This design comes from an exercise in tuning for small area, a short achievable clock period and few clock cycles per item on the open sky130 flow, not from production work. RTL that was checked went through simulation tests only; none was proved equivalent to the original. Power and IR drop assume default switching activity.

Design kd_alarm_eval, start of the top module:
module kd_alarm_eval (
    input  wire        clk,
    input  wire        rst,
    input  wire [6:0]  cfg_limit_enable,
    input  wire [31:0] cfg_ll,
    input  wire [31:0] cfg_l,
    input  wire [31:0] cfg_h,
    input  wire [31:0] cfg_hh,
    input  wire [31:0] cfg_deadband,
    input  wire [19:0] cfg_on_delay,
    input  wire [19:0] cfg_off_delay,
    input  wire [19:0] cfg_flt_on_delay,
    input  wire [19:0] cfg_flt_off_delay,
    input  wire        cfg_limits_on_bad,
    input  wire [11:0] cfg_shelve_max_min,
    input  wire        ev_valid,
    output wire        ev_ready,
    input  wire [31:0] ev_time,
    input  wire [31:0] ev_value,
    input  wire [2:0]  ev_quality,
    input  wire        ev_hold,
    input  wire [31:0] ev_action,
    output reg         res_valid,
    output wire [31:0] res_state,
    output wire [15:0] res_seq,
    output wire [3:0]  res_pw_event,
    output wire [19:0] res_ev_a,
    output wire [19:0] res_ev_b
);
    localparam [2:0] P_NONE = 3'd0, P_SHELVE = 3'd4, P_UNSHELVE = 3'd5,
                     P_OOS_ON = 3'd6, P_OOS_OFF = 3'd7;
    localparam [2:0] Q_STALE = 3'd2, Q_BAD = 3'd3, Q_INTEGRITY = 3'd4;
    function automatic is_nan(input [31:0] x);
        is_nan = (x[30:23] == 8'hFF) && (x[22:0] != 0);
    endfunction
  ...
Size: roughly 5900 cells after synthesis, ~880 flip-flops, about 0.052 sq mm of cells after synthesis.
Settings: LEC_CHECK=0, ABC_AREA=1, CAP_MARGIN=20, CORE_MARGIN=2, CORE_UTILIZATION=65, CTS_CLUSTER_DIAMETER=150, CTS_CLUSTER_SIZE=24, SLEW_MARGIN=20; clock period 50.0 ns.
standard.sh (not shown) runs the stock make flow with config.mk's settings and CLKGATE_MAP_FILE= SYNTH_SCRIPT=/design/flow/synth_recipe.tcl, a recipe that flattens the netlist after the stock synthesis.
==> flow/flow/run.sh <==
#!/bin/bash
# Layout flow: the standard flow, with each port buffer a buf_2 cell.


export BUFFER_PORTS_ARGS="-buffer_cell sky130_fd_sc_hd__buf_2"
bash standard.sh > standard.log 2>&1
Testbench counts at the start, summed over its fixed seeds: cycles 24,128, items 24,000.
Next try:
--- a/flow/design.v
+++ b/flow/design.v
@@ -258,64 +258,63 @@
                     pp[i] = pp[i] & pp[i - w];
                 end
             for (w = 8; w >= 1; w = w / 2)
                 for (i = 3 * w - 1; i < 32; i = i + 2 * w) begin
                     gg[i] = gg[i] | (pp[i] & gg[i - w]);
                     pp[i] = pp[i] & pp[i - w];
                 end
             for (i = 0; i < 32; i = i + 1)
                 bk32[i] = p[i] ^ ((i == 0) ? cin : gg[i - 1]);
         end
     endfunction
-    function automatic [10:0] rc10(input [9:0] x, input [9:0] y, input cin);
-        reg c;
-        integer i;
-        begin
-            c = cin;
-            for (i = 0; i < 10; i = i + 1) begin
-                rc10[i] = x[i] ^ y[i] ^ c;
-                c = (x[i] & y[i]) | (x[i] & c) | (y[i] & c);
-            end
-            rc10[10] = c;
-        end
-    endfunction
-    function automatic [19:0] rc20(input [19:0] x, input [19:0] y);
-        reg [10:0] lo, hi0, hi1;
-        begin
-            lo  = rc10(x[9:0], y[9:0], 1'b0);
-            hi0 = rc10(x[19:10], y[19:10], 1'b0);
-            hi1 = rc10(x[19:10], y[19:10], 1'b1);
-            rc20 = {lo[10] ? hi1[9:0] : hi0[9:0], lo[9:0]};
-        end
-    endfunction
     function automatic [2:0] popc5(input [4:0] x);
         reg s1, c1, s2, c2;
         begin
             {c1, s1} = {1'b0, x[0]} + x[1] + x[2];
             {c2, s2} = {1'b0, s1} + x[3] + x[4];
             popc5 = {c1 & c2, c1 ^ c2, s2};
         end
     endfunction
     function automatic [3:0] popc11(input [10:0] x);
         reg s1, c1, s2, c2, s3, c3, s4, c4, s5, c5, s6, c6, s7, c7;
         begin
             {c1, s1} = {1'b0, x[0]} + x[1] + x[2];
             {c2, s2} = {1'b0, x[3]} + x[4] + x[5];
             {c3, s3} = {1'b0, s1} + s2 + x[6];
             {c4, s4} = {1'b0, x[7]} + x[8] + x[9];
             {c5, s5} = {1'b0, s3} + s4 + x[10];
             {c6, s6} = {1'b0, c1} + c2 + c3;
             {c7, s7} = {1'b0, s6} + c4 + c5;
             popc11 = {c6 & c7, c6 ^ c7, s7, s5};
         end
     endfunction
+    function automatic [10:0] rc10(input [9:0] x, input [9:0] y, input cin);
+        reg c;
+        integer i;
+        begin
+            c = cin;
+            for (i = 0; i < 10; i = i + 1) begin
+                rc10[i] = x[i] ^ y[i] ^ c;
+                c = (x[i] & y[i]) | (x[i] & c) | (y[i] & c);
+            end
+            rc10[10] = c;
+        end
+    endfunction
+    function automatic [19:0] rc20(input [19:0] x, input [19:0] y);
+        reg [10:0] lo, hi;
+        begin
+            lo = rc10(x[9:0], y[9:0], 1'b0);
+            hi = rc10(x[19:10], y[19:10], lo[10]);
+            rc20 = {hi[9:0], lo[9:0]};
+        end
+    endfunction
     reg [4:0]  c_en;
     reg [31:0] c_ll, c_l, c_h, c_hh, c_db;
     reg [19:0] c_on, c_off, c_fon, c_foff;
     reg        c_lob;
     reg [11:0] c_smax;
     always @(posedge clk) begin
         c_en   <= {cfg_limit_enable[6], cfg_limit_enable[3:0]};
         c_ll   <= cfg_ll;
         c_l    <= cfg_l;
         c_h    <= cfg_h;
         c_hh   <= cfg_hh;
@@ -401,23 +400,28 @@
         if (a_ready) begin
             s_time    <= ev_time;
             s_value   <= ev_value;
             s_action  <= ev_action;
             s_quality <= ev_quality;
             s_hold    <= ev_hold;
         end
     end
     reg [31:0] b_time;            
     wire [3:0]  a_code    = s_action[3:0];
     wire [11:0] a_minutes = s_action[15:4];
-    wire [31:0] a_elapsed = bk32(s_time, ~b_time, 1'b1);
+    wire [10:0] a_el_lo = rc10(s_time[9:0], ~b_time[9:0], 1'b1);
+    wire [10:0] a_el_mi = rc10(s_time[19:10], ~b_time[19:10], a_el_lo[10]);
+    wire [11:0] a_b_hi1 = b_time[31:20] + 12'd1;
+    wire        a_el_big = a_el_mi[10] ? (s_time[31:20] != b_time[31:20])
+                                       : (s_time[31:20] != a_b_hi1);
+    wire [19:0] a_elapsed = {a_el_mi[9:0], a_el_lo[9:0]};
     wire [7:0] a_tests = {f_lt(s_value, thr[3]), f_le(c_hh, s_value),
                           f_lt(s_value, thr[2]), f_le(c_h, s_value),
                           f_lt(thr[1], s_value), f_le(s_value, c_l),
                           f_lt(thr[0], s_value), f_le(s_value, c_ll)};
     reg [7:0]  b_tests;           
     reg        b_integrity, b_bad, b_proc_held;
     reg        b_ack, b_ack_any, b_shelve, b_unshelve, b_oos_on, b_oos_off;
     reg [15:0] b_seq;
     reg [11:0] b_minutes;
     wire [31:0] b_m15    = bk32({16'd0, b_minutes, 4'd0}, ~{20'd0, b_minutes}, 1'b1);
     wire [31:0] b_m129   = bk32({9'd0, b_m15[15:0], 7'd0}, {16'd0, b_m15[15:0]}, 1'b0);
@@ -433,23 +437,23 @@
         b_integrity <= (s_quality == Q_INTEGRITY);
         b_bad       <= (s_quality == Q_BAD);
         b_proc_held <= s_hold || (s_quality >= Q_STALE && !c_lob);
         b_ack       <= (a_code == 4'h1);
         b_ack_any   <= (s_action[31:16] == 16'hFFFF);
         b_seq       <= s_action[31:16];
         b_shelve    <= (a_code == 4'h2) && c_smax != 0 && a_minutes != 0 && a_minutes <= c_smax;
         b_unshelve  <= (a_code == 4'h3);
         b_oos_on    <= (a_code == 4'h4);
         b_oos_off   <= (a_code == 4'h5);
         b_minutes   <= a_minutes;
-        b_el_big    <= a_elapsed[31:20] != 12'd0;
+        b_el_big    <= a_el_big;
         b_el        <= a_elapsed[19:0];
     end
     reg        oos, shelved;
     reg [31:0] shelve_end;
     reg [4:0]  raw, act, unack;
     reg [4:0]  act_sel;           
     reg [15:0] tseq;
     reg [19:0] tm_acc [0:4];      
     reg [4:0]  tm_run, tm_held;
     reg [16:0] o_state;
     reg [15:0] o_seq;
Outcome: Wire length is lower by 6.3%; critical path depth does not change; combinational power is higher by 10%; die area is lower by 3.0%; count of clock-buffer cells in the layout is higher by 2; worst setup slack is better by 0.067 ns; area after synthesis is lower by 3.0%; register-to-register slack is worse by 1.0 ns; clock power stays flat; total power is higher by 2.8%.
The RTL of the second run of this note was laid out without a check of its function.

[separate check: timing with driven ports]
In the flow no input, the clock included, has a driving cell. The finished layouts below were timed again as built, in two steps.
Step 1, drivers: a clkbuf_16 drives clk and a buf_2 each remaining input, both assumed.
Step 2 also shifts input and output timing later by t, the mid clock arrival at the registers, as if the neighbouring blocks saw the same clock.
a / b / c = ideal / step 1 / step 2; a / b = the first two.
run | t (ns) | slack for setup (ns) | hold WS [ns] | clock arrival spread, ns
the first run | 0.704 | 38.735 / 38.662 / 39.363 | 0.363 / 0.363 / 0.363 | 0.041 / 0.040
the second run | 0.689 | 38.802 / 38.731 / 39.231 | 0.377 / 0.377 / 0.377 | 0.032 / 0.031
After both steps setup and hold are still met in every run listed.
